This is an optimization exercise on Yosys and OpenROAD, whose aim is small area, a short achievable clock period and few clock cycles per item, not a production implementation.
In this exercise RTL edits were held to simulation tests only and were not proved equivalent to the original.
Power figures rest on the tool's default switching activity, not on a simulated workload.

## design/flow/config.mk

```make
export PLATFORM = sky130hd
export DESIGN_NAME = edge_xing
export DESIGN_NICKNAME = edge_xing
export VERILOG_FILES = /design/flow/design.v
export SDC_FILE = /design/flow/constraint.sdc
export NUM_CORES = 4
export LEC_CHECK = 0
export CAP_MARGIN = 20
export CORE_MARGIN = 2
export CORE_UTILIZATION = 40
export SLEW_MARGIN = 20
```

## design/flow/constraint.sdc

```tcl
create_clock -name core_clock -period 20.0 [get_ports {clk}]
set_input_delay 4.0000 -clock core_clock [delete_from_list [all_inputs] [get_ports {clk}]]
set_output_delay 4.0000 -clock core_clock [all_outputs]
set_load 0.01 [all_outputs]
```

## design/flow/design.v

```verilog
module edge_xing (
    input  wire               clk,
    input  wire               rst,
    input  wire               in_valid,
    output wire               in_ready,
    input  wire signed [19:0] in_xa,
    input  wire signed [19:0] in_ya,
    input  wire signed [19:0] in_xb,
    input  wire signed [19:0] in_yb,
    input  wire signed [15:0] in_row,
    output wire               out_valid,
    input  wire               out_ready,
    output wire               out_hit,
    output wire               out_last,
    output wire        [7:0]  out_k,
    output wire               out_dir,
    output wire signed [27:0] out_x
);
    localparam integer I_IDLE = 0, I_PA = 1, I_PB = 2, I_DIV = 3, I_HA = 4,
                       I_HD = 5, I_FIN = 6, I_OUT = 7;
    localparam [7:0] S_IDLE = 8'd1 << I_IDLE;
    reg  [7:0]  st;
    reg         rdy, pend;
    reg  signed [19:0] cxa, cya, cxb, cyb;
    reg  signed [15:0] crow;
    wire        [25:0] tr = {cyb[9:0], crow};
    reg         csw, cxs;    
    reg         neg, dir, hit, last;
    reg  [25:0] q1;      
    reg  [20:0] r1;      
    reg  [19:0] den;     
    reg  [27:0] x;       
    reg  [20:0] r;       
    reg  [7:0]  k, kmax;
    reg  [4:0]  cnt;
    wire acc = in_valid & rdy;
    wire signed [19:0] ylo = csw ? cyb : cya;
    wire signed [19:0] yhi = csw ? cya : cyb;
    wire signed [19:0] xlo = csw ? cxb : cxa;
    wire signed [19:0] xmn = cxs ? cxb : cxa;
    wire signed [19:0] xmx = cxs ? cxa : cxb;
    wire        [20:0] p_den = {yhi[19], yhi} - {ylo[19], ylo};
    wire        [20:0] p_adx = {xmx[19], xmx} - {xmn[19], xmn};
    wire signed [25:0] r256 = {{2{crow[15]}}, crow, 8'b0};
    wire signed [25:0] na = r256 - {{3{ylo[19]}}, ylo, 3'b0};    
    wire signed [25:0] nb = r256 - {{3{yhi[19]}}, yhi, 3'b0};    
    wire        [25:0] nbn = ~nb;                   
    wire               na_pos = ~na[25];           
    wire               p_hit = (cya != cyb) & nb[25] & (na >= -26'sd255);
    wire        [7:0]  p_kmin = na_pos ? 8'd0 : -na[7:0];
    wire        [7:0]  p_kmax = (nbn[25:8] != 18'd0) ? 8'd255 : nbn[7:0];
    wire        [25:0] p_t = na_pos ? {na[23:0], 1'b1, 1'b1} : 26'd3;   
    wire [21:0] ds  = {r1, q1[25]};
    wire [22:0] dsd = {1'b0, ds} - {2'b0, den, 1'b0};
    wire        dq  = ~dsd[22];
    wire [20:0] r1_n = dq ? dsd[20:0] : ds[20:0];
    wire [25:0] q1_n = {q1[24:0], dq};
    wire m_dbl = st[I_HD];
    wire m_fin = st[I_FIN];
    wire [21:0] sa = {1'b0, r};
    wire [21:0] sb = m_fin ? {2'b0, den} : (m_dbl ? {1'b0, r} : {1'b0, r1});
    wire [21:0] dD = {1'b0, den, 1'b0};
    wire [21:0] s  = sa + sb;
    wire [22:0] sd = {1'b0, sa} + {1'b0, sb} - {1'b0, dD};
    wire [21:0] eqx = sa ^ sb ^ ~dD;
    wire [21:0] eqc = (sa & sb) | ((sa | sb) & ~dD);
    wire        z  = (eqx == ~{eqc[20:0], 1'b0});
    wire        c  = ~sd[22] & ~(neg & z);
    wire [20:0] r_n = c ? sd[20:0] : s[20:0];
    wire [27:0] negm = {28{neg}};
    wire [27:0] xb_ = m_fin ? {cxa, 8'b0} : (m_dbl ? x : ({2'b0, q1} ^ negm));
    wire [27:0] x0 = x + xb_;
    wire [27:0] x1 = x + xb_ + 28'd1;
    wire [27:0] x_n = (c ^ neg) ? x1 : x0;
    wire        t_done  = (tr[24:0] == {1'b1, 24'd0});
    wire        t_done1 = (tr[23:0] == {1'b1, 23'd0});    
    wire [7:0]  k_inc = k + 8'd1;
    wire       div_end = (cnt == 5'd24);
    wire       out_end = st[I_OUT] & out_ready & last;
    wire [7:0] st_n;
    assign st_n[I_IDLE] = (st[I_IDLE] & ~acc) | (out_end & ~pend & ~acc);
    assign st_n[I_PA]   = (st[I_IDLE] & acc) | (out_end & ~pend & acc);
    assign st_n[I_PB]   = st[I_PA] | (out_end & pend);
    assign st_n[I_DIV]  = (st[I_PB] & p_hit) | (st[I_DIV] & ~div_end);
    assign st_n[I_HA]   = (st[I_DIV] & div_end) | (st[I_HD] & tr[24]);
    assign st_n[I_HD]   = (st[I_HA] & ~t_done) | (st[I_HD] & ~tr[24] & ~t_done1);
    assign st_n[I_FIN]  = (st[I_HA] & t_done) | (st[I_HD] & ~tr[24] & t_done1);
    assign st_n[I_OUT]  = (st[I_PB] & ~p_hit) | st[I_FIN] | (st[I_OUT] & ~out_end);
    wire       pend_n = ~st[I_PA] & ~st[I_PB] & (pend | acc);
    assign in_ready  = rdy;
    assign out_valid = st[I_OUT];
    assign out_hit   = hit;
    assign out_last  = last;
    assign out_k     = k;
    assign out_dir   = dir;
    assign out_x     = x;
    always @(posedge clk) begin
        if (rst) begin
            st   <= S_IDLE;
            rdy  <= 1'b1;
            pend <= 1'b0;
        end else begin
            st   <= st_n;
            pend <= pend_n;
            rdy  <= st_n[I_IDLE] | (st_n[I_OUT] & ~pend_n);
        end
        csw <= (cyb < cya);
        cxs <= (cxb < cxa);
        if (rdy) begin
            cxa  <= in_xa;
            cya  <= in_ya;
            cxb  <= in_xb;
            cyb  <= in_yb;
            crow <= in_row;
        end else if (st[I_PB]) begin
            cxa  <= xlo;
            {cyb[9:0], crow} <= p_t;
        end else if ((st[I_DIV] & ~tr[25]) | st[I_HD]) begin
            {cyb[9:0], crow} <= {tr[24:0], 1'b0};
        end
        case (1'b1)
            st[I_PB]: begin
                neg  <= cxs ^ csw;
                dir  <= ~csw;
                hit  <= p_hit;
                last <= 1'b1;
                k    <= p_kmin;
                kmax <= p_kmax;
                den  <= p_den[19:0];
                q1   <= {p_adx[19:0], 6'd0};
                r1   <= 21'd0;
                x    <= {28{cxs ^ csw}};
                r    <= 21'd0;
                cnt  <= 5'd0;
            end
            st[I_DIV]: begin
                q1  <= q1_n;
                r1  <= r1_n;
                cnt <= cnt + 5'd1;
            end
            st[I_HA], st[I_HD]: begin
                x <= x_n;
                r <= r_n;
            end
            st[I_FIN]: begin
                q1   <= q1_n;
                r1   <= r1_n;
                x    <= x_n;
                r    <= r_n;
                last <= (k == kmax);
            end
            st[I_OUT]: begin
                if (out_ready) begin
                    x    <= x_n;
                    r    <= r_n;
                    k    <= k_inc;
                    last <= (k_inc == kmax);
                end
            end
            default: ;
        endcase
    end
endmodule
```

## design/flow/run.sh

```bash
#!/bin/bash
# synth_recipe.tcl (not shown) runs the flow's synth.tcl, then flattens the netlist and writes it again
# the make line also repeats each setting of config.mk as NAME=value (left out here)
make -C /OpenROAD-flow-scripts/flow DESIGN_CONFIG=/design/flow/config.mk WORK_HOME=/design/flow/orfs CLKGATE_MAP_FILE= SYNTH_SCRIPT=/design/flow/synth_recipe.tcl finish
```

==> results of run 1 <==
==> where the power goes <==
group / switching, mW / internal, mW
combinational: 1.19 / 0.862
sequential: 0.135 / 0.674
clock: 0.245 / 0.335
==> registers in the layout (all words and copies together), names as in the netlist, 21 cells and up <==
| register | count |
|---|---|
| x | 28 |
| r | 21 |
| r1 | 21 |
| q1 | 26 |
==> how the worst max path moves through the flow <==
stage                     startpoint       end  slack (ns)  cells past startpoint
after floorplan            out_ready      x[0]       14.46                      4
after global placement     out_ready      x[7]       13.65                      5
after detailed placement   out_ready      x[7]       13.59                      5
after CTS                       k[5]  out_k[5]       14.20                      1
after global routing           st[6]     x[22]       13.79                     18
final                           k[3]  out_k[3]       14.21                      1
==> kinds of logic after synthesis <==
| kind of cell | share of synthesized area, % |
|---|---|
| muxes | 4.77 |
| buffers and inverters | 5.09 |
| xor gates and xnor gates | 8.53 |
| and+or+nand+nor | 17.3 |
| DFF | 30.3 |
| adders and majority gates | 13.3 |
| AOI/OAI and AO/OA | 20.7 |
==> layer usage <==
layer	vias to the layer above	track usage, %
li1	9446	-
met1	8989	31.5
met2	540	34.3
met3	101	2.58
met4	0	6.78
met5	-	0
==> cells in the final DEF (no fill, tap or decap), types with 8 or more instances in the layout <==
cell / n
or3_1: 21
fa_1: 23
nand4_1: 26
edfxtp_1: 180
clkdlybuf4s50_1: 140
a211oi_1: 45
dfxtp_1: 61
o22ai_1: 12
nor2b_1: 40
or2_2: 18
nand2_1: 224
mux2_2: 34
nand3_1: 51
o21a_1: 57
nor4_1: 16
o31ai_1: 13
xnor2_1: 144
o21bai_1: 12
nor3b_1: 9
a31oi_1: 27
clkbuf_16: 33
buf_4: 14
o211ai_1: 13
ha_1: 199
nor3_1: 59
a21o_1: 42
mux2i_1: 66
nand2b_1: 35
and3_1: 36
and2_1: 16
inv_1: 200
o31a_1: 9
nand3b_1: 8
a21boi_0: 20
xor2_1: 72
nor2_1: 201
o21ai_1: 10
o21ai_0: 134
a21oi_1: 183
o221ai_1: 8
==> area by class of cell <==
type | count | area [sq um]
clock inverter | 23 | 210
clock buffer | 35 | 853
tap | 748 | 936
inverter | 202 | 758
antenna | 2 | 5.00
multi-input combinational | 2020 | 14300
sequential | 246 | 6740
fill | 5293 | 29600
timing repair buffer | 154 | 1510
==> results.sh, run 1 <==
export IMPL_status="no timing/DRC/antenna violations"
export IMPL_drive_gt1_share_pct=5.86
export IMPL_cap_violations=0
export IMPL_wl_met1_um=30400
export IMPL_numCtsBuffers=31
export IMPL_max_freq_mhz=173
export IMPL_holdWs_ns=0.466
export IMPL_syn_inst=2563
export IMPL_synthTopCellsByCount="nand2_1, inv_1, nor2_1"
export IMPL_pre_cts_ws_ns=13.59
export IMPL_die_x_um=239
export IMPL_syn2layout_area_growth_pct=14.3
export IMPL_place_congestion=0.907
export IMPL_wire_per_inst_um=18.7
export IMPL_r2r_start="st[6]"
export IMPL_hold_end="pend"
export IMPL_num_vias=19076
export IMPL_synth_area_leaders="edfxtp_1, ha_1, dfxtp_1, xnor2_1, a21oi_1"
export IMPL_wl_met3_um=3620
export IMPL_root_buffer="clkbuf_16"
export IMPL_synth_flop_cell="edfxtp_1"
export IMPL_crit_arrival_ns=1.79
export IMPL_synth_top_area_share_pct=24.4
export IMPL_setup_tns_ns=0
export IMPL_cts_max_level=1
export IMPL_hold_buffers=0
export IMPL_grt_pass1_wl_um=99900
export IMPL_syn_nets=2885
export IMPL_cp_top_family="buffers and inverters"
export IMPL_crit_required_ns=16.00
export IMPL_ys_types=99
export IMPL_startpoint_type="register"
export IMPL_worstHoldStart="st[1]"
export IMPL_drc_errors=0
export IMPL_grt_overflow_total=0
export IMPL_cp_max_fo=5
export IMPL_vias_per_cell=5.56
export IMPL_finalNetCount=2977
export IMPL_ys_seq_area_share_pct=30.3
export IMPL_worstPathCellList="clkdlybuf4s50_1"
export IMPL_finalCriticalPeriod_ns=5.79
export IMPL_first_global_vias=17901
export IMPL_power_mw=3.44
export IMPL_final_util_pct=46.1
export IMPL_clk_path_buf_depth=3
export IMPL_slew_viol_final=0
export IMPL_synth_seq_cells=246
export IMPL_syn_area_sq_mm=0.0222
export IMPL_wl_um=64200
export IMPL_path_class="reg -> out"
export IMPL_setup_ws_ns=14.21
export IMPL_fp_dieH_um=239
export IMPL_dpl_hpwl_um=49600
export IMPL_io_buffers=140
export IMPL_rows=86
export IMPL_postCtsSetupRepairBufs=0
export IMPL_crit_slowest_cell="clkdlybuf4s50_1"
export IMPL_finalHoldViolCount=0
export IMPL_tightestPinTransition_ns=1.03
export IMPL_finalCritPeriodShare_pct=28.9
export IMPL_path_buf_inv=1
export IMPL_cts_sinks=246
export IMPL_slowest_delay_ns=0.62
export IMPL_boundaryPins=141
export IMPL_min_path_type="reg -> reg"
export IMPL_clk_pin_slew_ns=0.06
export IMPL_placed_area_sq_mm=0.0243
export IMPL_end_kind="primary output"
export IMPL_antenna_left=0
export IMPL_drtPass1Iterations=5
export IMPL_clk_latency_ns=0.60
export IMPL_power_leakage_nw=10.3
export IMPL_antenna_found_initial=0
export IMPL_fin_cells=3430
export IMPL_r2r_cells=18
export IMPL_cts_tree="done"
export IMPL_synth_top_area_cell="edfxtp_1"
export IMPL_finalSetupViolCount=0
export IMPL_track_usage_pct=21.9
export IMPL_async_reset_ff_share_pct=0
export IMPL_reg2reg_to="x[22]"
export IMPL_core_area_sq_mm=0.0550
export IMPL_dp_cells=3370
export IMPL_fp_dieArea_sq_mm=0.0574
export IMPL_rsz0062_at_grt="false"
export IMPL_wl_met2_um=28200
export IMPL_max_slew_margin_rel_pct=31.5
export IMPL_cellPowerDensity_mw_per_mm2=136
export IMPL_synth_edff_count=180
export IMPL_ys_warn_count=1
export IMPL_highest_layer="met4"
export IMPL_syn_avg_cell_area_sq_um=8.65
export IMPL_holdPathStages=1
export IMPL_fin_worst_skew_ns=0.0105
export IMPL_start_util_pct=40.3
export IMPL_synth_most_common_cell="nand2_1"
export IMPL_grt_max_degree=84
export IMPL_ctsResizeCount=0
export IMPL_reg2reg_slack_ns=14.33
export IMPL_fin_area_sq_mm=0.0254
export IMPL_vdd_drop_max_uv=80.1
export IMPL_first_iter_violations=1536
Testbench counts, summed over its fixed seeds: cycles 187,349, edges 960.
==> run 2, diff against run 1 <==
--- a/design/flow/design.v
+++ b/design/flow/design.v
@@ -39,7 +39,8 @@
     wire signed [19:0] xlo = csw ? cxb : cxa;
     wire signed [19:0] xmn = cxs ? cxb : cxa;
     wire signed [19:0] xmx = cxs ? cxa : cxb;
-    wire        [20:0] p_den = {yhi[19], yhi} - {ylo[19], ylo};
+    wire               p_neg = cxs ^ csw;
+    wire        [20:0] p_den = {yhi[19], yhi} + ~{ylo[19], ylo} + {20'd0, ~p_neg};
     wire        [20:0] p_adx = {xmx[19], xmx} - {xmn[19], xmn};
     wire signed [25:0] r256 = {{2{crow[15]}}, crow, 8'b0};
     wire signed [25:0] na = r256 - {{3{ylo[19]}}, ylo, 3'b0};    
@@ -50,23 +51,23 @@
     wire        [7:0]  p_kmin = na_pos ? 8'd0 : -na[7:0];
     wire        [7:0]  p_kmax = (nbn[25:8] != 18'd0) ? 8'd255 : nbn[7:0];
     wire        [25:0] p_t = na_pos ? {na[23:0], 1'b1, 1'b1} : 26'd3;   
-    wire [21:0] ds  = {r1, q1[25]};
-    wire [22:0] dsd = {1'b0, ds} - {2'b0, den, 1'b0};
-    wire        dq  = ~dsd[22];
-    wire [20:0] r1_n = dq ? dsd[20:0] : ds[20:0];
-    wire [25:0] q1_n = {q1[24:0], dq};
+    wire [21:0] nden = {2'b11, ~den};                
+    wire [21:0] ds1  = {r1, q1[25]};
+    wire [21:0] dh1  = {1'b0, ds1[21:1]} + nden + {21'd0, ~neg};    
+    wire        dq1  = ~dh1[21];
+    wire [20:0] ra   = dq1 ? {dh1[19:0], ds1[0]} : ds1[20:0];
     wire m_dbl = st[I_HD];
     wire m_fin = st[I_FIN];
     wire [21:0] sa = {1'b0, r};
     wire [21:0] sb = m_fin ? {2'b0, den} : (m_dbl ? {1'b0, r} : {1'b0, r1});
-    wire [21:0] dD = {1'b0, den, 1'b0};
     wire [21:0] s  = sa + sb;
-    wire [22:0] sd = {1'b0, sa} + {1'b0, sb} - {1'b0, dD};
-    wire [21:0] eqx = sa ^ sb ^ ~dD;
-    wire [21:0] eqc = (sa & sb) | ((sa | sb) & ~dD);
-    wire        z  = (eqx == ~{eqc[20:0], 1'b0});
-    wire        c  = ~sd[22] & ~(neg & z);
-    wire [20:0] r_n = c ? sd[20:0] : s[20:0];
+    wire [21:0] ca = {1'b0, sa[21:1]};
+    wire [21:0] cb = {1'b0, sb[21:1]};
+    wire [21:0] cs = ca ^ cb ^ nden;
+    wire [21:0] cc = (ca & cb) | (ca & nden) | (cb & nden);
+    wire [21:0] sh = cs + {cc[20:0], sa[0] & sb[0]} + {21'd0, ~neg};
+    wire        c  = ~sh[21];
+    wire [20:0] r_n = c ? {sh[19:0], s[0]} : s[20:0];
     wire [27:0] negm = {28{neg}};
     wire [27:0] xb_ = m_fin ? {cxa, 8'b0} : (m_dbl ? x : ({2'b0, q1} ^ negm));
     wire [27:0] x0 = x + xb_;
@@ -120,7 +121,7 @@
         end
         case (1'b1)
             st[I_PB]: begin
-                neg  <= cxs ^ csw;
+                neg  <= p_neg;
                 dir  <= ~csw;
                 hit  <= p_hit;
                 last <= 1'b1;
@@ -129,13 +130,13 @@
                 den  <= p_den[19:0];
                 q1   <= {p_adx[19:0], 6'd0};
                 r1   <= 21'd0;
-                x    <= {28{cxs ^ csw}};
+                x    <= {28{p_neg}};
                 r    <= 21'd0;
                 cnt  <= 5'd0;
             end
             st[I_DIV]: begin
-                q1  <= q1_n;
-                r1  <= r1_n;
+                q1  <= {q1[24:0], dq1};
+                r1  <= ra;
                 cnt <= cnt + 5'd1;
             end
             st[I_HA], st[I_HD]: begin
@@ -143,8 +144,8 @@
                 r <= r_n;
             end
             st[I_FIN]: begin
-                q1   <= q1_n;
-                r1   <= r1_n;
+                q1   <= {q1[24:0], dq1};
+                r1   <= ra;
                 x    <= x_n;
                 r    <= r_n;
                 last <= (k == kmax);
==> run 2 against run 1 <==
Net effect: first-iteration DRC count up 11%; die area down 1.1%; clock skew up 0.0044 ns; count of clock-buffer cells in the layout up 7; wire length up 2.5%; sequential power down 3.8%; register-to-register slack better by 0.04 ns; largest cell class unchanged; total power down 11%.
==> results.sh, run 2 <==
export IMPL_first_iter_violations=1710
export IMPL_syn_inst=2580
export IMPL_cap_violations=0
export IMPL_cp_top_family="flip-flops"
export IMPL_drc_errors=0
export IMPL_finalNetCount=2960
export IMPL_finalSetupViolCount=0
export IMPL_dpl_hpwl_um=50700
export IMPL_drtPass1Iterations=5
export IMPL_cts_sinks=246
export IMPL_path_class="reg -> out"
export IMPL_antenna_left=0
export IMPL_first_global_vias=18870
export IMPL_syn2layout_area_growth_pct=14.3
export IMPL_root_buffer="clkbuf_16"
export IMPL_r2r_start="st[6]"
export IMPL_grt_max_degree=95
export IMPL_syn_area_sq_mm=0.0219
export IMPL_cp_max_fo=34
export IMPL_status="no timing/DRC/antenna violations"
export IMPL_crit_required_ns=16.00
export IMPL_ys_seq_area_share_pct=30.7
export IMPL_hold_end="q1[2]"
export IMPL_setup_tns_ns=0
export IMPL_fin_area_sq_mm=0.0251
export IMPL_crit_slowest_cell="dfxtp_4"
export IMPL_synth_area_leaders="edfxtp_1, ha_1, dfxtp_1, xnor2_1, a21oi_1"
export IMPL_clk_latency_ns=0.60
export IMPL_cts_max_level=1
export IMPL_min_path_type="reg -> reg"
export IMPL_clk_pin_slew_ns=0.06
export IMPL_boundaryPins=141
export IMPL_ctsResizeCount=0
export IMPL_layout_commonest_cell="nand2_1"
export IMPL_worstPathCellList="clkdlybuf4s50_1"
export IMPL_fp_dieH_um=238
export IMPL_die_x_um=238
export IMPL_syn_nets=2876
export IMPL_finalCriticalPeriod_ns=5.90
export IMPL_slowest_delay_ns=0.64
export IMPL_track_usage_pct=22.6
export IMPL_biggestRegsByFlops="x (28), q1 (26)"
export IMPL_reg2reg_to="x[27]"
export IMPL_hold_buffers=0
export IMPL_path_buf_inv=1
export IMPL_async_reset_ff_share_pct=0
export IMPL_diodes=0
export IMPL_start_util_pct=40.6
export IMPL_numCtsBuffers=31
export IMPL_finalHoldViolCount=0
export IMPL_end_kind="primary output"
export IMPL_power_leakage_nw=10.4
export IMPL_synth_edff_count=180
export IMPL_placed_area_sq_mm=0.0240
export IMPL_r2r_cells=16
export IMPL_wire_per_inst_um=19.4
export IMPL_vdd_drop_max_uv=70.4
export IMPL_tightestPinTransition_ns=1.20
export IMPL_synthTopCellsByCount="nand2_1, a21oi_1, inv_1"
export IMPL_cts_tree="done"
export IMPL_wl_um=65800
export IMPL_final_cell_mix="nand2_1, inv_1, a21oi_1"
export IMPL_grt_overflow_total=0
export IMPL_drive_gt1_share_pct=5.43
export IMPL_antenna_found_initial=0
export IMPL_synth_most_common_cell="nand2_1"
export IMPL_n_fill_cell=5174
export IMPL_ys_warn_count=1
export IMPL_regMostFlops="x"
export IMPL_place_congestion=0.910
export IMPL_finalCritPeriodShare_pct=29.5
export IMPL_worstHoldStart="q1[2]"
export IMPL_io_buffers=140
export IMPL_core_area_sq_mm=0.0540
export IMPL_crit_arrival_ns=1.90
export IMPL_max_freq_mhz=170
export IMPL_reg2reg_slack_ns=14.37
export IMPL_ys_types=82
export IMPL_postCtsSetupRepairBufs=0
export IMPL_grt_pass1_wl_um=103000
export IMPL_cp_depth=1
export IMPL_vias_per_cell=5.77
export IMPL_clk_path_buf_depth=3
export IMPL_holdPathStages=2
export IMPL_num_vias=19548
export IMPL_largest_register_ffs=28
export IMPL_fin_worst_skew_ns=0.0149
export IMPL_synth_top_area_share_pct=24.6
export IMPL_synth_flop_cell="edfxtp_1"
export IMPL_slew_viol_final=0
export IMPL_rows=85
export IMPL_cellPowerDensity_mw_per_mm2=123
export IMPL_syn_avg_cell_area_sq_um=8.50
export IMPL_startpoint_type="register"
export IMPL_synth_top_area_cell="edfxtp_1"
export IMPL_fp_dieArea_sq_mm=0.0567
export IMPL_synth_seq_cells=246
export IMPL_rsz0062_at_grt="false"
export IMPL_max_slew_margin_rel_pct=19.1
run 2: final cells by class:
type	instances	area, sq um	share of cell area, %
clock buffer	42	931	3.71
clock inverter	16	159	0.634
inverter	211	792	3.16
multi-input combinational	2016	14000	55.9
sequential	246	6740	26.9
tap	696	871	3.47
timing repair buffer	158	1550	6.19
run 2: tightest hold or removal path: stages (launching register included):
cell	delay, ns
dfxtp_1	0.33
nand2_1	0.06
a21oi_1	0.05
run 2: cells by family after synthesis:
logic type | share of synthesized area, %
buf+inv | 5.50
fa+ha+maj | 12.1
xor+xnor | 7.31
simple gates | 17.4
flops | 30.7
compound gates | 22.2
mux | 4.89
run 2: routing by layer:
layer | routed length (um) | global-route usage (%) | vias up
li1 | - | - | 9534
met1 | 30500 | 31.5 | 9359
met2 | 29700 | 37.0 | 561
met3 | 4150 | 3.18 | 94
met4 | 1490 | 5.47 | 0
met5 | 0 | 0 | -
run 2: worst max path at each step:
stage / start / end / slack, ns
after floorplan: csw / st[3] / 14.23
after global placement: out_ready / x[13] / 13.76
after detailed placement: out_ready / x[16] / 13.77
after CTS: rdy / in_ready / 14.06
after global routing: st[6] / x[27] / 13.99
final: rdy / in_ready / 14.10
run 2: through the flow:
| step | setup slack [ns] | hold WS [ns] | cells | util (%) | power (mW) |
|---|---|---|---|---|---|
| after floorplan | 14.23 | 0.433 | 2580 | - | 2.03 |
| after global placement | 13.76 | 0.468 | 3325 | 44.3 | 2.42 |
| after detailed placement | 13.77 | 0.482 | 3326 | 44.4 | 2.46 |
| after CTS | 14.06 | 0.483 | 3384 | 46.4 | 3.06 |
| after global routing | 13.99 | 0.521 | 3385 | 46.4 | 3.32 |
| final | 14.10 | 0.488 | 3385 | 46.4 | 3.08 |
run 2: power by group:
group | switching (mW) | internal, mW | leakage [nW]
clock network | 0.249 | 0.343 | 0.537
registers | 0.118 | 0.661 | 2.29
logic | 0.985 | 0.723 | 7.55
total | 1.35 | 1.73 | 10.4
Testbench counts of run 2, summed over its fixed seeds: cycles 187,349, edges 960.
==> run 3, diff against run 2 <==
==> design/flow/flow/run.sh (new file) <==
#!/bin/bash
# Standard synthesis and layout, with faster port buffers (buf_2 instead of
# the default delay-cell buffers that buffer_ports picks).
set -euo pipefail
export BUFFER_PORTS_ARGS="-buffer_cell sky130_fd_sc_hd__buf_2"
bash standard.sh synth > synth.log 2>&1
bash standard.sh finish > layout.log 2>&1
==> design/flow/standard.sh (new file) <==
#!/bin/bash
# synth_recipe.tcl (not shown) runs the flow's synth.tcl, then flattens the netlist and writes it again
# the make line also repeats each setting of config.mk as NAME=value (left out here)
make -C /OpenROAD-flow-scripts/flow DESIGN_CONFIG=/design/flow/config.mk WORK_HOME=/design/flow/orfs CLKGATE_MAP_FILE= SYNTH_SCRIPT=/design/flow/synth_recipe.tcl "${@:-finish}"
removed: design/flow/run.sh
==> run 3 against run 2 <==
Net effect: worst setup slack improved by 0.075 ns; clock skew is 0.0034 ns higher; non-clock buffer count down 2; sequential share of layout area up 0.92 points; synthesized cell count did not move; area after synthesis unchanged; first-iteration DRC count fell by 23%; total power is 2.2% lower; worst hold slack got worse by 0.0097 ns; register-to-register slack worse by 0.19 ns; largest cell class unchanged.
==> results.sh, run 3 <==
export IMPL_syn_inst=2580
export IMPL_fp_dieArea_sq_mm=0.0567
export IMPL_async_reset_ff_share_pct=0
export IMPL_fin_worst_skew_ns=0.0183
export IMPL_drive_gt1_share_pct=10.2
export IMPL_regMostFlops="x"
export IMPL_multiInputGateArea_sq_mm=0.0140
export IMPL_synthTopCellsByCount="nand2_1, a21oi_1, inv_1"
export IMPL_cts_tree="done"
export IMPL_ys_warn_count=1
export IMPL_dpl_hpwl_um=50300
export IMPL_grt_pass1_wl_um=103000
export IMPL_ys_types=82
export IMPL_core_area_sq_mm=0.0540
export IMPL_largest_register_ffs=28
export IMPL_synth_top_area_cell="edfxtp_1"
export IMPL_power_leakage_nw=10.3
export IMPL_vdd_drop_max_uv=89.6
export IMPL_synth_edff_count=180
export IMPL_synth_seq_cells=246
export IMPL_first_global_vias=18872
export IMPL_ff_latch_area_sq_mm=0.00674
export IMPL_grt_max_degree=97
export IMPL_crit_path_start="st[5]"
export IMPL_finalCriticalPeriod_ns=5.82
export IMPL_wl_um=64900
export IMPL_fp_dieH_um=238
export IMPL_boundaryPins=141
export IMPL_drtPass1Iterations=5
export IMPL_cp_max_fo=42
export IMPL_cap_violations=0
export IMPL_crit_arrival_ns=6.15
export IMPL_worstPathCellList="buf_4 -> mux2i_1 -> o21a_1 -> fa_1 -> inv_1 -> ha_1 -> nor2b_1 -> o31a_1 -> o41a_1 -> o221ai_2 -> a21oi_1 -> nor4_2 -> and4_1 -> nor4b_2 -> o2111a_1 -> o31ai_1"
export IMPL_ys_seq_area_share_pct=30.7
export IMPL_path_class="reg -> reg"
export IMPL_worstHoldStart="q1[1]"
export IMPL_placed_area_sq_mm=0.0233
export IMPL_antenna_left=0
export IMPL_finalSetupViolCount=0
export IMPL_fin_area_sq_mm=0.0242
export IMPL_dp_cells=3324
export IMPL_holdPathStages=2
export IMPL_place_congestion=0.939
export IMPL_hold_buffers=0
export IMPL_syn2layout_area_growth_pct=10.6
export IMPL_n_fill_cell=5269
export IMPL_path_buf_inv=2
export IMPL_finalHoldViolCount=0
export IMPL_tightestPinTransition_ns=1.13
export IMPL_final_cell_mix="nand2_1, inv_1, a21oi_1"
export IMPL_rows=85
export IMPL_synth_flop_cell="edfxtp_1"
export IMPL_slowest_delay_ns=0.69
export IMPL_synth_most_common_cell="nand2_1"
export IMPL_rsz0062_at_grt="false"
export IMPL_slew_viol_final=0
export IMPL_start_util_pct=40.6
export IMPL_max_slew_margin_rel_pct=24.1
export IMPL_finalCritPeriodShare_pct=29.1
export IMPL_layout_commonest_cell="nand2_1"
export IMPL_biggestRegsByFlops="x (28), q1 (26)"
export IMPL_synth_top_area_share_pct=24.6
export IMPL_fin_cells=3382
export IMPL_cts_max_level=1
export IMPL_grt_overflow_total=0
export IMPL_drc_errors=0
export IMPL_reg2reg_slack_ns=14.18
export IMPL_root_buffer="clkbuf_16"
export IMPL_die_x_um=238
export IMPL_min_path_type="reg -> reg"
export IMPL_numCtsBuffers=30
export IMPL_end_kind="register"
export IMPL_first_iter_violations=1322
export IMPL_cp_top_family="compound AO/OA/AOI/OAI gates"
export IMPL_clk_path_buf_depth=3
export IMPL_clk_pin_slew_ns=0.06
export IMPL_cellPowerDensity_mw_per_mm2=124
export IMPL_io_buffers=140
export IMPL_r2r_cells=16
export IMPL_r2r_start="st[5]"
export IMPL_setup_tns_ns=0
export IMPL_reg2reg_to="x[27]"
export IMPL_antenna_found_initial=1
export IMPL_num_vias=19587
export IMPL_hold_end="q1[2]"
export IMPL_wire_per_inst_um=19.2
export IMPL_final_util_pct=44.9
export IMPL_vias_per_cell=5.79
export IMPL_syn_avg_cell_area_sq_um=8.50
export IMPL_clk_latency_ns=0.59
export IMPL_startpoint_type="register"
export IMPL_finalNetCount=2957
export IMPL_cts_sinks=246
export IMPL_synth_area_leaders="edfxtp_1, ha_1, dfxtp_1, xnor2_1, a21oi_1"
export IMPL_track_usage_pct=22.4
export IMPL_postCtsSetupRepairBufs=0
export IMPL_max_freq_mhz=172
export IMPL_syn_area_sq_mm=0.0219
export IMPL_crit_slowest_cell="dfxtp_4"
export IMPL_crit_required_ns=20.32
export IMPL_status="no timing/DRC/antenna violations"
export IMPL_syn_nets=2876
export IMPL_ctsResizeCount=0
run 3: cell counts after synthesis:
No cell type changed its count.
run 3: tightest hold or removal path: stages, from the launching register on:
cell and delay, ns:
dfxtp_1 0.33, nand2_1 0.06, a21oi_1 0.05
run 3: worst max-delay path by stage:
stage            end  cells past startpoint
2_1_floorplan  st[3]                     19
3_3_place_gp   x[17]                      6
3_5_place_dp   x[13]                      6
4_1_cts        x[27]                     16
5_1_grt        x[27]                     16
6_report       x[27]                     16
run 3: area by class of cell:
type | count | area share, %
flip-flops and latches | 246 | 27.8
clock buffers | 36 | 3.23
multi-input cells | 2016 | 57.9
repair buffers | 156 | 3.47
well taps | 696 | 3.59
inverters | 211 | 3.27
diodes | 1 | 0.0103
clock inverters | 20 | 0.764
run 3: kinds of logic after synthesis:
logic type	Yosys count	share of synthesized area (%)
AOI/OAI and AO/OA	759	22.2
xor gates and xnor gates	183	7.31
muxes	102	4.89
and+or+nand+nor	776	17.4
DFF	246	30.7
adders and majority gates	196	12.1
buffers and inverters	318	5.50
run 3: layer usage:
metal	global-route usage, %	vias to the layer above	wire length [um]
li1	-	9546	-
met1	31.2	9341	29700
met2	36.2	601	29000
met3	3.05	99	4530
met4	6.97	0	1680
met5	0	-	0
run 3: report_power, final:
group | switching (mW) | internal [mW] | leakage [nW] | total (mW)
clock network | 0.227 | 0.317 | 0.469 | 0.544
logic | 0.983 | 0.706 | 7.54 | 1.69
registers | 0.119 | 0.661 | 2.29 | 0.780
run 3: through the flow:
stage               hold slack, ns  power [mW]  setup slack, ns
finish                       0.478        3.01            14.18
global route                 0.514        3.26            13.90
CTS                          0.481        3.00            14.26
detailed placement           0.468        2.44            14.22
global placement             0.454        2.40            14.22
floorplan                    0.433        2.03            14.23
==> run 4, diff against run 3 <==
--- a/design/flow/design.v
+++ b/design/flow/design.v
@@ -31,7 +31,8 @@
     reg  [19:0] den;     
     reg  [27:0] x;       
     reg  [20:0] r;       
-    reg  [7:0]  k, kmax;
+    reg  [7:0]  k;
+    reg  [4:0]  kmax;    
     reg  [4:0]  cnt;
     wire acc = in_valid & rdy;
     wire signed [19:0] ylo = csw ? cyb : cya;
@@ -42,15 +43,16 @@
     wire               p_neg = cxs ^ csw;
     wire        [20:0] p_den = {yhi[19], yhi} + ~{ylo[19], ylo} + {20'd0, ~p_neg};
     wire        [20:0] p_adx = {xmx[19], xmx} - {xmn[19], xmn};
-    wire signed [25:0] r256 = {{2{crow[15]}}, crow, 8'b0};
-    wire signed [25:0] na = r256 - {{3{ylo[19]}}, ylo, 3'b0};    
-    wire signed [25:0] nb = r256 - {{3{yhi[19]}}, yhi, 3'b0};    
-    wire        [25:0] nbn = ~nb;                   
-    wire               na_pos = ~na[25];           
-    wire               p_hit = (cya != cyb) & nb[25] & (na >= -26'sd255);
-    wire        [7:0]  p_kmin = na_pos ? 8'd0 : -na[7:0];
-    wire        [7:0]  p_kmax = (nbn[25:8] != 18'd0) ? 8'd255 : nbn[7:0];
-    wire        [25:0] p_t = na_pos ? {na[23:0], 1'b1, 1'b1} : 26'd3;   
+    wire signed [21:0] r32 = {{1{crow[15]}}, crow, 5'b0};
+    wire signed [21:0] ma = r32 - {{2{ylo[19]}}, ylo};
+    wire signed [21:0] mb = r32 - {{2{yhi[19]}}, yhi};
+    wire        [21:0] mbn = ~mb;                   
+    wire               ma_pos = ~ma[21];           
+    wire               p_hit = (cya != cyb) & mb[21] & (ma >= -22'sd31);
+    wire        [4:0]  p_kmin = ma_pos ? 5'd0 : -ma[4:0];
+    wire        [4:0]  p_kmax = (mbn[21:5] != 17'd0) ? 5'd31 : mbn[4:0];
+    wire        [25:0] p_t = ma_pos ? {ma[20:0], 4'b0001, 1'b1} : {2'b11, 24'd0};   
+    wire               p_small = (p_adx[19:12] == 8'd0);
     wire [21:0] nden = {2'b11, ~den};                
     wire [21:0] ds1  = {r1, q1[25]};
     wire [21:0] dh1  = {1'b0, ds1[21:1]} + nden + {21'd0, ~neg};    
@@ -83,8 +85,9 @@
     assign st_n[I_PA]   = (st[I_IDLE] & acc) | (out_end & ~pend & acc);
     assign st_n[I_PB]   = st[I_PA] | (out_end & pend);
     assign st_n[I_DIV]  = (st[I_PB] & p_hit) | (st[I_DIV] & ~div_end);
-    assign st_n[I_HA]   = (st[I_DIV] & div_end) | (st[I_HD] & tr[24]);
-    assign st_n[I_HD]   = (st[I_HA] & ~t_done) | (st[I_HD] & ~tr[24] & ~t_done1);
+    assign st_n[I_HA]   = (st[I_DIV] & div_end & (tr[25] | tr[24])) | (st[I_HD] & tr[24]);
+    assign st_n[I_HD]   = (st[I_DIV] & div_end & ~(tr[25] | tr[24])) | (st[I_HA] & ~t_done) |
+                          (st[I_HD] & ~tr[24] & ~t_done1);
     assign st_n[I_FIN]  = (st[I_HA] & t_done) | (st[I_HD] & ~tr[24] & t_done1);
     assign st_n[I_OUT]  = (st[I_PB] & ~p_hit) | st[I_FIN] | (st[I_OUT] & ~out_end);
     wire       pend_n = ~st[I_PA] & ~st[I_PB] & (pend | acc);
@@ -125,14 +128,14 @@
                 dir  <= ~csw;
                 hit  <= p_hit;
                 last <= 1'b1;
-                k    <= p_kmin;
+                k    <= {p_kmin, 3'b000};
                 kmax <= p_kmax;
                 den  <= p_den[19:0];
-                q1   <= {p_adx[19:0], 6'd0};
+                q1   <= p_small ? {p_adx[11:0], 14'd0} : {p_adx[19:0], 6'd0};
                 r1   <= 21'd0;
                 x    <= {28{p_neg}};
                 r    <= 21'd0;
-                cnt  <= 5'd0;
+                cnt  <= p_small ? 5'd8 : 5'd0;
             end
             st[I_DIV]: begin
                 q1  <= {q1[24:0], dq1};
@@ -148,14 +151,14 @@
                 r1   <= ra;
                 x    <= x_n;
                 r    <= r_n;
-                last <= (k == kmax);
+                last <= 1'b0;    
             end
             st[I_OUT]: begin
                 if (out_ready) begin
                     x    <= x_n;
                     r    <= r_n;
                     k    <= k_inc;
-                    last <= (k_inc == kmax);
+                    last <= (k_inc == {kmax, 3'b111});
                 end
             end
             default: ;
==> design/flow/flow/run.sh (replaced) <==
#!/bin/bash
# Standard synthesis and layout, with faster port buffers (buf_2 instead of
# the default delay-cell buffers that buffer_ports picks) and timing repair
# aimed well below the 20 ns clock.
set -euo pipefail
export BUFFER_PORTS_ARGS="-buffer_cell sky130_fd_sc_hd__buf_2"
export SETUP_SLACK_MARGIN=14.5
bash standard.sh synth > synth.log 2>&1
bash standard.sh finish > layout.log 2>&1
==> run 4 against run 3 <==
Net effect: still clean; area after synthesis increased by 1.4%; combinational power increased by 11%; fmax increased by 8.2%; total power increased by 7.3%; cell count increased by 1.2%; final area increased by 2.0%; count of clock-buffer cells in the layout decreased by 2; sequential cell count unchanged; synthesized cell count decreased by 0.97%.
==> results.sh, run 4 <==
export IMPL_finalSetupViolCount=0
export IMPL_finalCriticalPeriod_ns=5.38
export IMPL_track_usage_pct=22.3
export IMPL_ys_warn_count=1
export IMPL_numCtsBuffers=30
export IMPL_min_path_type="reg -> reg"
export IMPL_n_fill_cell=5492
export IMPL_worstPathCellList="buf_2"
export IMPL_end_kind="primary output"
export IMPL_cap_violations=0
export IMPL_crit_required_ns=16.00
export IMPL_vias_per_cell=5.74
export IMPL_fp_dieArea_sq_mm=0.0575
export IMPL_cts_tree="done"
export IMPL_setup_ws_ns=14.62
export IMPL_synthTopCellsByCount="nand2_1, inv_1, a21oi_1"
export IMPL_clk_path_buf_depth=3
export IMPL_ff_latch_area_sq_mm=0.00683
export IMPL_pre_cts_ws_ns=14.12
export IMPL_first_global_vias=18585
export IMPL_cp_top_family="flip-flops"
export IMPL_regMostFlops="x"
export IMPL_setup_tns_ns=0
export IMPL_antenna_left=0
export IMPL_cts_sinks=246
export IMPL_fp_dieH_um=240
export IMPL_syn_nets=2850
export IMPL_root_buffer="clkbuf_16"
export IMPL_startpoint_type="register"
export IMPL_slowest_delay_ns=0.55
export IMPL_crit_arrival_ns=1.38
export IMPL_synth_flop_cell="edfxtp_1"
export IMPL_cellPowerDensity_mw_per_mm2=131
export IMPL_status="no timing/DRC/antenna violations"
export IMPL_hold_buffers=0
export IMPL_max_slew_margin_rel_pct=29.9
export IMPL_syn2layout_area_growth_pct=11.1
export IMPL_wl_um=65200
export IMPL_place_congestion=0.902
export IMPL_crit_slowest_cell="edfxtp_1"
export IMPL_wire_per_inst_um=19.1
export IMPL_met1_usage_pct=31.8
export IMPL_syn_avg_cell_area_sq_um=8.71
export IMPL_finalNetCount=2944
export IMPL_io_buffers=140
export IMPL_clk_pin_slew_ns=0.08
export IMPL_core_area_sq_mm=0.0551
export IMPL_drtPass1Iterations=5
export IMPL_cp_max_fo=4
export IMPL_vdd_drop_max_uv=81.4
export IMPL_fin_area_sq_mm=0.0247
export IMPL_ys_seq_area_share_pct=30.6
export IMPL_holdWs_ns=0.463
export IMPL_drive_gt1_share_pct=10.6
export IMPL_grt_max_degree=75
export IMPL_slew_viol_final=0
export IMPL_diodes=0
export IMPL_ys_types=98
export IMPL_boundaryPins=141
export IMPL_start_util_pct=40.4
export IMPL_fin_worst_skew_ns=0.0322
export IMPL_finalHoldViolCount=0
export IMPL_final_cell_mix="nand2_1, inv_1, a21oi_1"
export IMPL_finalCritPeriodShare_pct=26.9
export IMPL_path_class="reg -> out"
export IMPL_tightestPinTransition_ns=1.05
export IMPL_dpl_hpwl_um=50400
export IMPL_use_met2_pct=35.1
export IMPL_grt_overflow_total=0
export IMPL_die_x_um=240
export IMPL_rsz0062_at_grt="true"
export IMPL_max_freq_mhz=186
export IMPL_cts_max_level=1
export IMPL_rows=86
export IMPL_largest_register_ffs=28
export IMPL_placed_area_sq_mm=0.0236
export IMPL_biggestRegsByFlops="x (28), q1 (26)"
export IMPL_drc_errors=0
export IMPL_antenna_found_initial=2
export IMPL_top_usage_layer="met2"
export IMPL_multiInputGateArea_sq_mm=0.0143
export IMPL_async_reset_ff_share_pct=0
export IMPL_synth_area_leaders="edfxtp_1, ha_1, dfxtp_1, xnor2_1, a21oi_1"
export IMPL_synth_seq_cells=246
export IMPL_synth_most_common_cell="nand2_1"
export IMPL_first_iter_violations=1574
export IMPL_power_leakage_nw=10.4
export IMPL_grt_pass1_wl_um=102000
export IMPL_synth_edff_count=188
export IMPL_syn_area_sq_mm=0.0222
export IMPL_layout_commonest_cell="nand2_1"
export IMPL_num_vias=19628
export IMPL_synth_top_area_share_pct=25.4
export IMPL_synth_top_area_cell="edfxtp_1"
export IMPL_syn_inst=2555
export IMPL_use_met3_pct=3.52
export IMPL_clk_latency_ns=0.62
export IMPL_path_buf_inv=1
==> run 4: cell count changes in the layout (fill, tap and decap cells not counted), moves of 9 or more <==
cell / delta
nand3_1: +13
mux2i_1: +16
a21boi_0: +16
xnor2_1: -9
a221o_1: +11
nand2_1: -21
xor2_1: +21
nor2_1: -42
a21o_1: -17
==> run 4: timing repair <==
item,CTS,global route
endpoints found under the setup margin,1,30
setup buffers,0,2
resized for setup,1,8
pin swaps,0,0
==> run 4: kinds of logic (layout without fill, tap and decap cells) <==
kind of cell,Yosys count,after routing,synth area share [%]
buf+inv,300,418,5.29
flops,246,246,30.6
mux,112,112,5.24
compound gates,773,773,22.7
fa+ha+maj,195,195,11.8
xor+xnor,195,195,7.68
simple gates,734,734,16.6
==> run 4: where the power goes <==
part | switching (mW) | internal (mW) | total [mW]
registers | 0.120 | 0.667 | 0.788
logic | 1.09 | 0.774 | 1.87
clock network | 0.247 | 0.329 | 0.576
total | 1.46 | 1.77 | 3.23
==> run 4: cell type report <==
| type | count | area share [%] |
|---|---|---|
| multi-input cells | 2009 | 57.9 |
| flip-flops and latches | 246 | 27.6 |
| well taps | 748 | 3.78 |
| repair buffers | 158 | 3.43 |
| clock buffers | 34 | 3.22 |
| inverters | 204 | 3.10 |
| clock inverters | 22 | 1.00 |
==> run 4: layer usage <==
layer,wire length (um),vias to the layer above
li1,-,9580
met1,30500,9374
met2,28700,587
met3,4560,85
met4,1490,2
met5,16,-
==> run 4: stage by stage <==
step	power, mW	util (%)	cells
final	3.23	44.9	3421
after CTS	3.21	44.8	3419
after global placement	2.59	42.9	3363
after global routing	3.50	44.9	3421
after floorplan	2.19	-	2555
after detailed placement	2.61	42.9	3363
==> run 4: final timing paths <==
kind	depth (start not counted)	slack [ns]	endpoint	start
setup / recovery	1	14.62	out_k[3]	k[3]
hold / removal	1	0.46	pend	st[1]
setup reg to reg	16	14.82	x[27]	st[5]
hold reg to reg	1	0.46	pend	st[1]
Testbench counts of run 4, summed over its fixed seeds: cycles 181,795, edges 960.
==> run 5, diff against run 4 <==
--- a/design/flow/flow/run.sh
+++ b/design/flow/flow/run.sh
@@ -4,6 +4,6 @@
 # aimed well below the 20 ns clock.
 set -euo pipefail
 export BUFFER_PORTS_ARGS="-buffer_cell sky130_fd_sc_hd__buf_2"
-export SETUP_SLACK_MARGIN=14.5
+export SETUP_SLACK_MARGIN=15.0
 bash standard.sh synth > synth.log 2>&1
 bash standard.sh finish > layout.log 2>&1
==> run 5 against run 4 <==
Net effect: register-to-register slack better by 0.46 ns; core utilization is 1.2 points higher; global-route usage is 0.74 points higher; total power is 1.8% higher; area after synthesis stayed put; clock power is 2% higher; sequential share of layout area is 0.68 points lower; synthesized cell count stayed put; first-iteration DRC count is 1.3% higher; still clean on timing, DRC and antenna; cell count is 1.5% higher; wire length is 3.8% higher.
==> results.sh, run 5 <==
export IMPL_synth_seq_cells=246
export IMPL_synth_area_leaders="edfxtp_1, ha_1, dfxtp_1, xnor2_1, a21oi_1"
export IMPL_diodes=0
export IMPL_power_mw=3.29
export IMPL_finalSetupViolCount=0
export IMPL_biggestRegsByFlops="x (28), q1 (26)"
export IMPL_async_reset_ff_share_pct=0
export IMPL_final_cell_mix="nand2_1, inv_1, a21oi_1"
export IMPL_start_util_pct=40.4
export IMPL_holdWs_ns=0.469
export IMPL_regMostFlops="x"
export IMPL_final_util_pct=46.1
export IMPL_cts_max_level=1
export IMPL_slew_viol_final=0
export IMPL_wl_um=67700
export IMPL_grt_pass1_wl_um=105000
export IMPL_track_usage_pct=23.0
export IMPL_ys_types=98
export IMPL_synth_most_common_cell="nand2_1"
export IMPL_crit_required_ns=16.00
export IMPL_slowest_delay_ns=0.49
export IMPL_cts_sinks=246
export IMPL_dpl_hpwl_um=51700
export IMPL_synthTopCellsByCount="nand2_1, inv_1, a21oi_1"
export IMPL_drtPass1Iterations=6
export IMPL_startpoint_type="register"
export IMPL_cap_violations=0
export IMPL_place_congestion=0.903
export IMPL_syn_inst=2555
export IMPL_drive_gt1_share_pct=12.9
export IMPL_drc_errors=0
export IMPL_layout_commonest_cell="nand2_1"
export IMPL_core_area_sq_mm=0.0551
export IMPL_crit_arrival_ns=1.28
export IMPL_power_leakage_nw=10.7
export IMPL_grt_overflow_total=0
export IMPL_max_freq_mhz=190
export IMPL_wire_per_inst_um=19.5
export IMPL_ys_warn_count=1
export IMPL_first_iter_violations=1594
export IMPL_finalNetCount=2997
export IMPL_numCtsBuffers=31
export IMPL_cp_top_family="flip-flops"
export IMPL_min_path_type="reg -> reg"
export IMPL_root_buffer="clkbuf_16"
export IMPL_cts_tree="done"
export IMPL_die_x_um=240
export IMPL_finalCritPeriodShare_pct=26.4
export IMPL_largest_register_ffs=28
export IMPL_clk_pin_slew_ns=0.06
export IMPL_path_buf_inv=1
export IMPL_max_slew_margin_rel_pct=32.7
export IMPL_end_kind="primary output"
export IMPL_rsz0062_at_grt="true"
export IMPL_fp_dieH_um=240
export IMPL_fp_dieArea_sq_mm=0.0575
export IMPL_n_fill_cell=5384
export IMPL_path_class="reg -> out"
export IMPL_fin_worst_skew_ns=0.0235
export IMPL_syn_nets=2850
export IMPL_io_buffers=140
export IMPL_finalCriticalPeriod_ns=5.28
export IMPL_cp_max_fo=2
export IMPL_synth_flop_cell="edfxtp_1"
export IMPL_placed_area_sq_mm=0.0236
export IMPL_vias_per_cell=5.74
export IMPL_grt_max_degree=84
export IMPL_worstPathCellList="buf_2"
export IMPL_rows=86
export IMPL_syn_area_sq_mm=0.0222
export IMPL_fin_area_sq_mm=0.0254
export IMPL_synth_top_area_cell="edfxtp_1"
export IMPL_boundaryPins=141
export IMPL_antenna_left=0
export IMPL_hold_buffers=0
export IMPL_synth_top_area_share_pct=25.4
export IMPL_first_global_vias=18871
export IMPL_setup_tns_ns=0
export IMPL_tightestPinTransition_ns=1.01
export IMPL_status="no timing/DRC/antenna violations"
export IMPL_syn_avg_cell_area_sq_um=8.71
export IMPL_clk_path_buf_depth=3
export IMPL_ys_seq_area_share_pct=30.6
export IMPL_syn2layout_area_growth_pct=14.2
export IMPL_antenna_found_initial=1
export IMPL_cellPowerDensity_mw_per_mm2=130
export IMPL_synth_edff_count=188
export IMPL_finalHoldViolCount=0
export IMPL_crit_slowest_cell="edfxtp_1"
export IMPL_clk_latency_ns=0.60
export IMPL_num_vias=19921
export IMPL_vdd_drop_max_uv=78.0
run 5: cells by family after synthesis:
logic type                 after synthesis  synth area share (%)
AOI/OAI and AO/OA                      773                  22.7
xor gates and xnor gates               195                  7.68
adders and majority gates              195                  11.8
buffers and inverters                  300                  5.29
DFF                                    246                  30.6
muxes                                  112                  5.24
and+or+nand+nor                        734                  16.6
run 5: path summary, 6_finish.rpt:
| kind | cells past startpoint | slack [ns] | to | start |
|---|---|---|---|---|
| min reg2reg | 1 | 0.47 | pend | st[1] |
| max reg2reg | 17 | 15.28 | r[2] | st[5] |
| min | 1 | 0.47 | pend | st[1] |
| max | 1 | 14.72 | out_k[6] | k[6] |
run 5: power by group:
group | internal (mW) | leakage, nW | switching, mW
logic | 0.799 | 7.87 | 1.11
clock network | 0.355 | 0.514 | 0.235
registers | 0.668 | 2.31 | 0.120
total | 1.82 | 10.7 | 1.47
run 5: timing repair:
action / in CTS / in global routing
pin swaps: 1 / 2
endpoints found under the setup margin: 118 / 74
gates cloned: 1 / 0
buffers inserted: 44 / 10
gates resized for setup: 38 / 19
run 5: metrics by stage:
stage                     cells  setup slack (ns)
after floorplan            2555             14.73
after global placement     3362             14.01
after detailed placement   3362             13.98
after CTS                  3463             14.67
after global routing       3473             14.67
final                      3473             14.72
run 5: routing by layer:
| layer | up-vias | wire [um] | global-route usage (%) | part of all wire (%) |
|---|---|---|---|---|
| li1 | 9694 | - | - | - |
| met1 | 9524 | 31700 | 32.8 | 47 |
| met2 | 608 | 30200 | 36.6 | 45 |
| met3 | 93 | 4150 | 2.86 | 6.1 |
| met4 | 2 | 1700 | 6.46 | 2.5 |
| met5 | - | 13 | 0 | 0.019 |
run 5: layout make-up:
class | instances | area, sq um | area share, %
Clock buffer | 35 | 811 | 3.19
Clock inverter | 21 | 255 | 1.00
Inverter | 204 | 769 | 3.03
Multi-Input combinational cell | 2009 | 14400 | 56.7
Sequential cell | 246 | 6840 | 26.9
Tap cell | 748 | 936 | 3.68
Timing Repair Buffer | 209 | 1380 | 5.42
Timing Repair inverter | 1 | 7.51 | 0.0295
==> run 6, diff against run 5 <==
==> design/flow/flow/run.sh (replaced) <==
#!/bin/bash
# Standard synthesis and layout, with faster port buffers (buf_2 instead of
# the default delay-cell buffers that buffer_ports picks), timing repair
# aimed well below the 20 ns clock, and no dummy loads in the clock tree.
set -euo pipefail
export BUFFER_PORTS_ARGS="-buffer_cell sky130_fd_sc_hd__buf_2"
export SETUP_SLACK_MARGIN=14.5
export CTS_ARGS="-sink_clustering_enable -repair_clock_nets -dont_use_dummy_load"
bash standard.sh synth > synth.log 2>&1
bash standard.sh finish > layout.log 2>&1
--- a/design/flow/config.mk
+++ b/design/flow/config.mk
@@ -7,5 +7,5 @@
 export LEC_CHECK = 0
 export CAP_MARGIN = 20
 export CORE_MARGIN = 2
-export CORE_UTILIZATION = 40
+export CORE_UTILIZATION = 60
 export SLEW_MARGIN = 20
==> run 6 against run 5 <==
Net effect: total power shrank 5.9%; global-route usage grew 9.1 points; sequential share of layout area rose by 1.5 points; critical path type unchanged; combinational power shrank 3%; cell count down 10%; sequential cell count unchanged.
==> results.sh, run 6 <==
export IMPL_ys_types=98
export IMPL_vdd_drop_max_uv=79.2
export IMPL_ys_seq_area_share_pct=30.6
export IMPL_slew_viol_final=0
export IMPL_cp_top_family="flip-flops"
export IMPL_path_class="reg -> out"
export IMPL_syn_inst=2555
export IMPL_crit_required_ns=16.00
export IMPL_numCtsBuffers=29
export IMPL_drtPass1Iterations=6
export IMPL_worstPathCellList="buf_2"
export IMPL_crit_arrival_ns=1.42
export IMPL_fin_worst_skew_ns=0.0213
export IMPL_antenna_found_initial=1
export IMPL_power_leakage_nw=10.2
export IMPL_finalHoldViolCount=0
export IMPL_path_buf_inv=1
export IMPL_drive_gt1_share_pct=9.76
export IMPL_clk_path_buf_depth=3
export IMPL_synth_most_common_cell="nand2_1"
export IMPL_boundaryPins=141
export IMPL_finalNetCount=2941
export IMPL_clk_pin_slew_ns=0.06
export IMPL_multiInputGateArea_sq_mm=0.0143
export IMPL_largest_register_ffs=28
export IMPL_syn_avg_cell_area_sq_um=8.71
export IMPL_max_slew_margin_rel_pct=24.5
export IMPL_end_kind="primary output"
export IMPL_biggestRegsByFlops="x (28), q1 (26)"
export IMPL_grt_overflow_total=0
export IMPL_die_x_um=197
export IMPL_vias_per_cell=6.36
export IMPL_grt_max_degree=84
export IMPL_synthTopCellsByCount="nand2_1, inv_1, a21oi_1"
export IMPL_clk_latency_ns=0.57
export IMPL_first_iter_violations=1408
export IMPL_status="no timing/DRC/antenna violations"
export IMPL_setup_tns_ns=0
export IMPL_io_buffers=140
export IMPL_root_buffer="clkbuf_16"
export IMPL_max_freq_mhz=184
export IMPL_synth_seq_cells=246
export IMPL_regMostFlops="x"
export IMPL_finalSetupViolCount=0
export IMPL_cts_tree="done"
export IMPL_fp_dieH_um=197
export IMPL_power_mw=3.10
export IMPL_grt_pass1_wl_um=99200
export IMPL_ff_latch_area_sq_mm=0.00682
export IMPL_synth_flop_cell="edfxtp_1"
export IMPL_cellPowerDensity_mw_per_mm2=129
export IMPL_synth_top_area_cell="edfxtp_1"
export IMPL_min_path_type="reg -> reg"
export IMPL_cp_max_fo=31
export IMPL_rsz0062_at_grt="false"
export IMPL_num_vias=19807
export IMPL_track_usage_pct=32.1
export IMPL_start_util_pct=60.9
export IMPL_syn_nets=2850
export IMPL_n_fill_cell=3115
export IMPL_drc_errors=0
export IMPL_synth_top_area_share_pct=25.4
export IMPL_hold_buffers=0
export IMPL_final_cell_mix="nand2_1, inv_1, a21oi_1"
export IMPL_syn_area_sq_mm=0.0222
export IMPL_slowest_delay_ns=0.63
export IMPL_finalCriticalPeriod_ns=5.42
export IMPL_ys_warn_count=1
export IMPL_synth_edff_count=188
export IMPL_antenna_left=0
export IMPL_fp_dieArea_sq_mm=0.0386
export IMPL_cap_violations=0
export IMPL_crit_slowest_cell="dfxtp_4"
export IMPL_wl_um=62300
export IMPL_cts_max_level=1
export IMPL_wire_per_inst_um=20.0
export IMPL_layout_commonest_cell="nand2_1"
export IMPL_tightestPinTransition_ns=1.10
export IMPL_async_reset_ff_share_pct=0
export IMPL_synth_area_leaders="edfxtp_1, ha_1, dfxtp_1, xnor2_1, a21oi_1"
export IMPL_core_area_sq_mm=0.0365
export IMPL_finalCritPeriodShare_pct=27.1
export IMPL_dpl_hpwl_um=48000
export IMPL_first_global_vias=18709
export IMPL_rows=70
export IMPL_cts_sinks=246
export IMPL_startpoint_type="register"
export IMPL_syn2layout_area_growth_pct=8.06
export IMPL_place_congestion=0.934
==> run 6: cell count changes in the layout (fill, tap and decap cells not counted), sizes merged <==
cell / before / now
diode: 0 / 1
clkbuf: 35 / 29
clkinvlp: 7 / 0
buf: 209 / 156
clkinv: 10 / 0
bufinv: 5 / 0
==> run 6: power breakdown <==
part | switching [mW] | internal (mW)
Sequential | 0.120 | 0.668
Combinational | 1.09 | 0.769
Clock | 0.196 | 0.251
Total | 1.41 | 1.69
==> run 6: metal layers <==
metal  vias up  GRT usage [%]  routed length, um
met2       746           51.0              27500
met4         0           9.34               1880
met3       114           4.83               5320
met5         -              0                  0
met1      9384           45.6              27600
li1       9563              -                  -
==> run 6: worst paths after layout <==
check	slack, ns	from	end	cells past startpoint
setup reg to reg	14.95	csw	den[18]	14
hold / removal	0.46	st[1]	pend	1
setup / recovery	14.58	rdy	in_ready	1
hold reg to reg	0.46	st[1]	pend	1
==> run 6: per-stage QoR <==
stage | std cells | hold slack, ns | util, % | area [sq um] | setup WS (ns)
final | 3113 | 0.459 | 65.8 | 24000 | 14.58
after global routing | 3113 | 0.480 | 65.8 | 24000 | 14.52
after CTS | 3111 | 0.457 | 65.7 | 24000 | 14.56
after detailed placement | 3082 | 0.451 | 63.7 | 23300 | 14.15
after global placement | 3082 | 0.440 | 63.7 | 23300 | 14.25
after floorplan | 2555 | 0.425 | - | 22200 | 14.50
==> run 6: timing repair <==
action	CTS	global route
gates resized for setup	0	9
buffers inserted	0	1
setup endpoints to repair	0	27
==> run 6: logic make-up (layout without fill, tap and decap cells) <==
group                      Yosys count  in the layout  share of synthesized area, %
AOI/OAI and AO/OA                  773            773                          22.7
xor gates and xnor gates           195            195                          7.68
adders and majority gates          195            195                          11.8
buffers and inverters              300            389                          5.29
DFF                                246            246                          30.6
muxes                              112            112                          5.24
other                                0              1                             0
and+or+nand+nor                    734            734                          16.6
==> run 6: layout make-up <==
| cell class | instances | area share, % |
|---|---|---|
| repair buffers | 156 | 3.50 |
| flip-flops and latches | 246 | 28.4 |
| well taps | 468 | 2.44 |
| inverters | 204 | 3.19 |
| multi-input cells | 2009 | 59.5 |
| clock buffers | 29 | 3.02 |
| diodes | 1 | 0.0104 |
==> run 7, diff against run 6 <==
==> design/flow/run.sh (new file) <==
#!/bin/bash
# synth_recipe.tcl (not shown) runs the flow's synth.tcl, then flattens the netlist and writes it again
# the make line also repeats each setting of config.mk as NAME=value (left out here)
make -C /OpenROAD-flow-scripts/flow DESIGN_CONFIG=/design/flow/config.mk WORK_HOME=/design/flow/orfs CLKGATE_MAP_FILE= SYNTH_SCRIPT=/design/flow/synth_recipe.tcl finish
--- a/design/flow/config.mk
+++ b/design/flow/config.mk
@@ -7,5 +7,5 @@
 export LEC_CHECK = 0
 export CAP_MARGIN = 20
 export CORE_MARGIN = 2
-export CORE_UTILIZATION = 60
+export CORE_UTILIZATION = 40
 export SLEW_MARGIN = 20
removed: design/flow/flow/run.sh
removed: design/flow/standard.sh
==> run 7 against run 6 <==
Net effect: still clean on timing, DRC and antenna; register-to-register slack lost 0.68 ns; worst setup slack lost 0.37 ns; via count grew 0.24%; highest routed layer is now met5; cell count grew 9.9%; clock power grew about 30%; final area grew 5.5%; global-route usage shrank 9.3 points; die area grew 49%; synthesized cell count is the same; core utilization shrank 20 points.
==> results.sh, run 7 <==
export IMPL_status="no timing/DRC/antenna violations"
export IMPL_worstPathCellList="clkdlybuf4s50_1"
export IMPL_fp_dieArea_sq_mm=0.0575
export IMPL_drtPass1Iterations=6
export IMPL_clkPwrFrac_pct=17.9
export IMPL_cts_max_level=1
export IMPL_max_freq_mhz=173
export IMPL_slowest_delay_ns=0.72
export IMPL_core_area_sq_mm=0.0551
export IMPL_async_reset_ff_share_pct=0
export IMPL_r2r_cells=17
export IMPL_wire_per_inst_um=19.6
export IMPL_synth_top_area_share_pct=25.4
export IMPL_grt_pass1_wl_um=105000
export IMPL_clk_pin_slew_ns=0.06
export IMPL_tightestPinTransition_ns=1.10
export IMPL_setup_tns_ns=0
export IMPL_intPower_mw=1.80
export IMPL_rows=86
export IMPL_hold_end="pend"
export IMPL_synth_edff_count=188
export IMPL_vias_per_cell=5.80
export IMPL_antenna_found_initial=2
export IMPL_pre_cts_ws_ns=13.82
export IMPL_fin_cells=3421
export IMPL_cellPowerDensity_mw_per_mm2=128
export IMPL_path_buf_inv=1
export IMPL_finalNetCount=2943
export IMPL_largest_register_ffs=28
export IMPL_io_buffers=140
export IMPL_min_path_type="reg -> reg"
export IMPL_final_cell_mix="nand2_1, inv_1, a21oi_1"
export IMPL_cts_sinks=246
export IMPL_finalCritPeriodShare_pct=29.0
export IMPL_numCtsBuffers=31
export IMPL_startpoint_type="register"
export IMPL_drive_gt1_share_pct=5.05
export IMPL_fin_area_sq_mm=0.0254
export IMPL_synth_most_common_cell="nand2_1"
export IMPL_regMostFlops="x"
export IMPL_ys_seq_area_share_pct=30.6
export IMPL_reg2reg_slack_ns=14.27
export IMPL_syn_avg_cell_area_sq_um=8.71
export IMPL_first_iter_violations=1691
export IMPL_biggestRegsByFlops="x (28), q1 (26)"
export IMPL_synth_seq_cells=246
export IMPL_syn2layout_area_growth_pct=14.0
export IMPL_wl_um=66900
export IMPL_syn_inst=2555
export IMPL_crit_slowest_cell="clkdlybuf4s50_1"
export IMPL_postCtsSetupRepairBufs=0
export IMPL_dpl_hpwl_um=51900
export IMPL_pwr_share_seq_pct=24.5
export IMPL_grt_overflow_total=0
export IMPL_slew_viol_final=0
export IMPL_syn_nets=2850
export IMPL_grt_max_degree=84
export IMPL_clk_latency_ns=0.60
export IMPL_finalCriticalPeriod_ns=5.79
export IMPL_power_leakage_nw=10.3
export IMPL_ys_types=98
export IMPL_holdWs_ns=0.458
export IMPL_rsz0062_at_grt="false"
export IMPL_p_comb_share_pct=57.6
export IMPL_sw_frac_of_total_pct=44.6
export IMPL_end_kind="primary output"
export IMPL_cap_violations=0
export IMPL_max_slew_margin_rel_pct=25.1
export IMPL_crit_arrival_ns=1.79
export IMPL_num_vias=19855
export IMPL_reg2reg_to="r[2]"
export IMPL_vdd_drop_max_uv=78.5
export IMPL_fin_worst_skew_ns=0.0196
export IMPL_r2r_start="st[6]"
export IMPL_p_sw_mw=1.45
export IMPL_root_buffer="clkbuf_16"
export IMPL_finalHoldViolCount=0
export IMPL_first_global_vias=19019
export IMPL_placed_area_sq_mm=0.0243
export IMPL_place_congestion=0.911
export IMPL_synthTopCellsByCount="nand2_1, inv_1, a21oi_1"
export IMPL_n_fill_cell=5378
export IMPL_cp_max_fo=6
export IMPL_cts_tree="done"
export IMPL_die_x_um=240
export IMPL_ys_warn_count=1
export IMPL_layout_commonest_cell="nand2_1"
export IMPL_power_mw=3.25
export IMPL_synth_flop_cell="edfxtp_1"
export IMPL_synth_area_leaders="edfxtp_1, ha_1, dfxtp_1, xnor2_1, a21oi_1"
export IMPL_fp_dieH_um=240
export IMPL_holdPathStages=1
export IMPL_boundaryPins=141
export IMPL_synth_top_area_cell="edfxtp_1"
export IMPL_path_class="reg -> out"
export IMPL_start_util_pct=40.4
export IMPL_drc_errors=0
export IMPL_track_usage_pct=22.9
export IMPL_final_util_pct=46.1
export IMPL_worstHoldStart="st[1]"
export IMPL_crit_required_ns=16.00
export IMPL_clk_path_buf_depth=3
export IMPL_antenna_left=0
export IMPL_cp_top_family="buffers and inverters"
export IMPL_ctsResizeCount=0
export IMPL_syn_area_sq_mm=0.0222
export IMPL_setup_ws_ns=14.21
export IMPL_dp_cells=3363
export IMPL_hold_buffers=0
export IMPL_finalSetupViolCount=0
==> run 7: worst max path at each step <==
stage	startpoint	end	depth (start not counted)
3_3_place_gp	out_ready	last	7
2_1_floorplan	rdy	in_ready	0
5_1_grt	st[6]	r[2]	17
6_report	k[2]	out_k[2]	1
4_1_cts	k[0]	out_k[0]	1
3_5_place_dp	out_ready	x[20]	7
==> run 7: worst register-to-register path: stages, from the launching register on <==
cell and delay [ns]:
dfxtp_4 0.60, buf_4 0.54, nand2_1 0.16, o21a_1 0.15, fa_1 0.49, inv_1 0.05, ha_1 0.34, o21ai_0 0.26
a2111oi_0 0.11, nor3_1 0.43, o21ai_0 0.26, a221oi_1 0.54, o21bai_1 0.17, a31oi_2 0.62, buf_4 0.37, mux2_2 0.37
nand2_1 0.06, o21ai_0 0.08
==> run 7: final cells by class <==
class	count	area [sq um]	share of cell area [%]
multi-input combinational	2009	14300	56.3
sequential	246	6830	26.9
timing repair buffer	156	1520	6.00
tap	748	936	3.69
clock buffer	36	795	3.13
inverter	204	766	3.02
clock inverter	21	243	0.957
antenna	1	2.50	0.00986
==> run 7: power by group through the flow <==
stage                     logic, mW  registers (mW)  clock network [mW]
after global routing           2.09           0.808               0.616
final                          1.87           0.796               0.583
after floorplan                1.44           0.747                   0
after global placement         1.80           0.803                   0
after detailed placement       1.84           0.803                   0
after CTS                      1.86           0.794               0.595
==> run 7: cell families (layout without fill, tap and decap cells) <==
logic type | after synthesis | after routing | synth area share (%)
AO/OA/AOI/OAI | 773 | 773 | 22.7
XOR/XNOR | 195 | 195 | 7.68
other | 0 | 1 | 0
multiplexers | 112 | 112 | 5.24
adder cells (fa/ha/maj) | 195 | 195 | 11.8
AND/OR/NAND/NOR | 734 | 734 | 16.6
buffers and inverters | 300 | 417 | 5.29
flip-flops | 246 | 246 | 30.6
==> run 7: layer usage <==
layer	up-vias	wire length [um]	global-route usage (%)
met5	-	10	0
met1	9500	31200	32.8
met3	121	4430	3.04
met2	636	29100	35.3
met4	2	2140	7.87
li1	9596	-	-

==> afterwards: timing with drivers on the ports <==
In the flow no input, the clock included, has a driving cell. The finished layouts below were timed again as built, in two steps.
Step 1 assumes that a clkbuf_16 drives the clock port and a buf_2 every other input.
Step 2, shift: input delay + t, output delay - t, t = (earliest + latest rising clock arrival at the registers) / 2. This alone moves slack from input paths to output paths.
Three values: no drivers, after step 1, after step 2; two values: the first two.
| run | t (ns) | setup WS [ns] |
|---|---|---|
| run 1 | 0.659 | 14.213 / 14.153 / 13.508 |
| run 2 | 0.651 | 14.104 / 14.048 / 13.695 |
| run 3 | 0.631 | 14.178 / 14.178 / 14.152 |
| run 4 | 0.660 | 14.617 / 14.562 / 14.124 |
| run 5 | 0.652 | 14.724 / 14.665 / 14.469 |
| run 6 | 0.612 | 14.579 / 14.525 / 14.141 |
| run 7 | 0.643 | 14.206 / 14.150 / 13.740 |
After both steps setup and hold are still met in every run listed.
